From an optimization exercise on the open Yosys and OpenROAD flow, aimed at small area and a short achievable clock period; shortcuts taken in it are not production practice. The RTL was checked by simulation tests, not by an equivalence proof against the original design.

==> inputs of trial 3 <==
==> flow/design.v (excerpt) <==
module wfq_admit (
    input  wire        clk,
    input  wire        rst,           
    input  wire        join_valid,
    input  wire [2:0]  join_flow,
    input  wire [6:0]  join_cells,
    input  wire [7:0]  join_weight,
    input  wire [2:0]  adm_limit,
    output reg  [2:0]  adm_count,
    output reg  [11:0] adm_flow,
    output reg  [47:0] vtime,
    output wire [7:0]  full
);
clock: 300.0 ns
lec_check: 0
abc_area: 1
cap_margin: 20
core_margin: 2
core_utilization: 30
slew_margin: 20
run.sh (not shown) runs the stock make flow with config.mk's settings and CLKGATE_MAP_FILE= SYNTH_SCRIPT=/design/flow/synth_recipe.tcl, a recipe that flattens the netlist after the stock synthesis.
==> inputs of trial 32, as changes to trial 3 <==
--- a/flow/design.v
+++ b/flow/design.v
@@ -301,22 +301,22 @@
                 assign kept[g+1] = sw ? ({{(NF-1){1'b0}}, 1'b1} << g) : kept[g];
                 assign any[g+1]  = any[g] || avail[k][g];
             end
             assign win[k]   = kept[NF];
             assign found[k] = any[NF];
         end
     endgenerate
     wire [NADM-1:0] take;
-    assign take[0] = found[0] && (adm_limit != 3'd0);
-    assign take[1] = found[1] && (adm_limit >= 3'd2);
-    assign take[2] = found[2] && (adm_limit >= 3'd3);
-    assign take[3] = found[3] && (adm_limit >= 3'd4);
-    wire [2:0] n_adm = {2'b00, take[0]} + {2'b00, take[1]}
-                     + {2'b00, take[2]} + {2'b00, take[3]};
+    assign take[0] = found[0] && (adm_limit[2] || adm_limit[1] || adm_limit[0]);
+    assign take[1] = found[1] && (adm_limit[2] || adm_limit[1]);
+    assign take[2] = found[2] && (adm_limit[2] || (adm_limit[1] && adm_limit[0]));
+    assign take[3] = found[3] && adm_limit[2];
+    wire [2:0] n_adm = {take[3], take[1] && !take[3],
+                        (take[0] && !take[1]) || (take[2] && !take[3])};
     function [2:0] enc8;
         input [7:0] oh;
         begin
             enc8 = {|oh[7:4], |{oh[7:6], oh[3:2]}, |{oh[7], oh[5], oh[3], oh[1]}};
         end
     endfunction
     wire [11:0] flows_next;
     generate
==> flow/flow/run.sh (new file) <==
#!/bin/bash
# Own flow: the standard layout (standard.sh, ORFS from synthesis to the
# final layout), with one change: ABC maps the logic with an area-oriented
# script (flow/abc_area.script: dc2, dch -f, map -a) instead of ORFS's
# abc_area.script, which maps for delay and then buffers and upsizes.
# Registers are mapped before ABC runs, so they are the standard synthesis's.
set -euo pipefail
W=$(pwd)
rm -rf "$W/scripts"
cp -a "$FLOW_HOME/scripts" "$W/scripts"
cp "$W/flow/abc_area.script" "$W/scripts/abc_area.script"
export SCRIPTS_DIR="$W/scripts"
bash "$W/standard.sh" > "$W/standard_make.log" 2>&1
==> flow/flow/abc_area.script (new file) <==
strash
dc2
dch -f
map -a
topo
stime -c
==> flow/standard.sh (new file) <==
#!/bin/bash
# synth_recipe.tcl (not shown) runs the flow's synth.tcl, then flattens the netlist and writes it again
# the make line also repeats each setting of config.mk as NAME=value (left out here)
make -C /OpenROAD-flow-scripts/flow DESIGN_CONFIG=/design/flow/config.mk WORK_HOME=/design/flow/orfs CLKGATE_MAP_FILE= SYNTH_SCRIPT=/design/flow/synth_recipe.tcl "${@:-finish}"
removed: flow/run.sh
==> notes <==
Between trial 3 and trial 32, the lower area after synthesis is in trial 32 (gap about 14%, measured against trial 32). Against trial 3, the first-iteration DRC count of trial 32 is lower by 10%. Between trial 32 and trial 3, the lower die area is in trial 32 (gap 12%, measured against trial 3). Of trial 32 and trial 3, trial 3 has the higher worst hold slack (gap 56 ps). Between trial 32 and trial 3, the lower maximum frequency is in trial 32 (gap 2.4%, measured against trial 3). Critical path depth: trial 32 is higher than trial 3 (1).

========
==> sierra: inputs <==
Starting RTL as in the previous note.
clock: 300.0 ns
lec_check: 0
abc_area: 1
cap_margin: 20
core_margin: 2
core_utilization: 55
slew_margin: 20
Stock flow here: none of the scripts above is used.
==> indigo: changes against sierra <==
--- a/flow/design.v
+++ b/flow/design.v
@@ -248,28 +248,25 @@
                         assign rv[B] = ins[f] ? from_f : ins[g] ? from_g : rel[B];
                     end
                 end
             end
         end
     endgenerate
-    wire [2:0]  used  [0:NADM][0:NF-1];    
-    wire [3:0]  hp    [0:NADM-1][0:NF-1];  
+    wire [3:0]  hp    [0:NADM][0:NF-1];    
     wire [NF-1:0] avail [0:NADM-1];
     wire [NF-1:0] win   [0:NADM-1];        
     wire [NADM-1:0] found;
     wire [31:0] wsel  [0:NADM-1];          
     generate
-        for (f = 0; f < NF; f = f + 1) begin : g_u0
-            assign used[0][f] = 3'd0;
+        for (f = 0; f < NF; f = f + 1) begin : g_h0
+            assign hp[0][f] = {cnt[f] == 3'd4, cnt[f] == 3'd3, cnt[f] == 3'd2, cnt[f] == 3'd1};
         end
         for (k = 0; k < NADM; k = k + 1) begin : g_round
             for (f = 0; f < NF; f = f + 1) begin : g_head
-                wire [1:0] p = cnt[f][1:0] - 2'd1 - used[k][f][1:0];
-                assign avail[k][f] = used[k][f] < cnt[f];
-                assign hp[k][f]    = 4'b0001 << p;
-                assign used[k+1][f] = used[k][f] + {2'd0, win[k][f]};
+                assign avail[k][f] = |hp[k][f];
+                assign hp[k+1][f]  = win[k][f] ? {1'b0, hp[k][f][3:1]} : hp[k][f];
                 for (i = 0; i < DEPTH; i = i + 1) begin : g_ws
                     assign wsel[k][f*4+i] = win[k][f] && hp[k][f][i];
                 end
             end
             wire [NF*NF-1:0] rl;
             for (f = 0; f < NF; f = f + 1) begin : g_ra
@@ -303,18 +300,18 @@
             end
             assign win[k]   = kept[NF];
             assign found[k] = any[NF];
         end
     endgenerate
     wire [NADM-1:0] take;
-    assign take[0] = found[0] && (adm_limit != 3'd0);
-    assign take[1] = found[1] && (adm_limit >= 3'd2);
-    assign take[2] = found[2] && (adm_limit >= 3'd3);
-    assign take[3] = found[3] && (adm_limit >= 3'd4);
-    wire [2:0] n_adm = {2'b00, take[0]} + {2'b00, take[1]}
-                     + {2'b00, take[2]} + {2'b00, take[3]};
+    assign take[0] = found[0] && (adm_limit[2] || adm_limit[1] || adm_limit[0]);
+    assign take[1] = found[1] && (adm_limit[2] || adm_limit[1]);
+    assign take[2] = found[2] && (adm_limit[2] || (adm_limit[1] && adm_limit[0]));
+    assign take[3] = found[3] && adm_limit[2];
+    wire [2:0] n_adm = {take[3], take[1] && !take[3],
+                        (take[0] && !take[1]) || (take[2] && !take[3])};
     function [2:0] enc8;
         input [7:0] oh;
         begin
             enc8 = {|oh[7:4], |{oh[7:6], oh[3:2]}, |{oh[7], oh[5], oh[3], oh[1]}};
         end
     endfunction
==> flow/flow/run.sh (new file) <==
#!/bin/bash
# Own flow: the standard layout (standard.sh, ORFS from synthesis to the
# final layout) with two changes:
# - ABC maps the logic with an area-oriented script (flow/abc_area.script:
#   dc2, dch -f, map -a) instead of ORFS's abc_area.script, which maps for
#   delay and then buffers and upsizes. Registers are mapped before ABC runs,
#   so they are the standard synthesis's.
# - ORFS's repair_timing steps (floorplan, after CTS, after global routing)
#   run with a setup margin of 237 ns, so they work on the paths longer than
#   63 ns of the 300 ns clock. The constraints are the design's.
set -euo pipefail
W=$(pwd)
rm -rf "$W/scripts"
cp -a "$FLOW_HOME/scripts" "$W/scripts"
cp "$W/flow/abc_area.script" "$W/scripts/abc_area.script"
export SCRIPTS_DIR="$W/scripts"
bash "$W/standard.sh" SETUP_SLACK_MARGIN=237 finish > "$W/standard_make.log" 2>&1
==> flow/flow/abc_area.script (new file) <==
strash
dc2
dch -f
map -a
topo
stime -c
==> flow/standard.sh (new file) <==
#!/bin/bash
# synth_recipe.tcl (not shown) runs the flow's synth.tcl, then flattens the netlist and writes it again
# the make line also repeats each setting of config.mk as NAME=value (left out here)
make -C /OpenROAD-flow-scripts/flow DESIGN_CONFIG=/design/flow/config.mk WORK_HOME=/design/flow/orfs CLKGATE_MAP_FILE= SYNTH_SCRIPT=/design/flow/synth_recipe.tcl "${@:-finish}"
- CAP_MARGIN: 20 -> 10
- CORE_UTILIZATION: 55 -> 30
- CTS_BUF_LIST: unset -> sky130_fd_sc_hd__clkbuf_16
- CTS_CLUSTER_DIAMETER: unset -> 120
- CTS_CLUSTER_SIZE: unset -> 20
- SLEW_MARGIN: 20 -> 10
removed: flow/run.sh
==> metrics.cfg <==
[timing]
drv_slew=3

[status]
status=complete, but fails checks
checkFailReasons=max-capacitance violations, max-slew violations

[placement]
dp_cells=26910

[flow_run]
drv_cap=1

[yosys]
synth_simple_gate_area_share_pct=24.20

the above is filed under indigo

==> metrics.cfg <==
[flow_run]
drv_cap=0

[placement]
dp_cells=29400
port_buffers=94

[yosys]
synth.area.mux_share_pct=0.05171
synth_simple_gate_area_share_pct=33.98

[status]
status=no timing/DRC/antenna violations

[timing]
drv_slew=0

the above is filed under sierra

[port drivers added, routing unchanged]
The flow's constraints put no driver on any port. The routed layouts listed below were extracted and timed again, unchanged, in two steps. Step 1 sets driving cells, clkbuf_16 on the clock port and buf_2 on the other inputs (assumed; they add their load-dependent delay and slew). Step 2 adds t to the input delays and takes it off the output delays; t is the mean of the earliest and latest rising clock arrival at the registers after step 1. Input paths then give back, and output paths get back, about the clock's delay inside the block. a / b / c = ideal ports / drivers / drivers and shift; a / b = the first two.
run	t, ns	setup WS [ns]	hold WS [ns]	worst setup path at the end	worst data-port slew with drivers (ns)
trial 3	1.121	235.348 / 235.359 / 234.238	0.446 / 0.446 / 0.446	input to register	0.11
trial 32	1.067	233.782 / 233.875 / 232.809	0.390 / 0.390 / 0.390	input to register	0.05
sierra	1.060	235.263 / 235.360 / 234.300	0.448 / 0.448 / 0.448	input to register	0.18
indigo	1.070	237.005 / 237.069 / 236.016	0.421 / 0.421 / 0.421	input to register	0.21
For trial 3, which loses most, drivers alone change the setup slack by +0.011 ns; drivers and shift together by -1.110 ns.
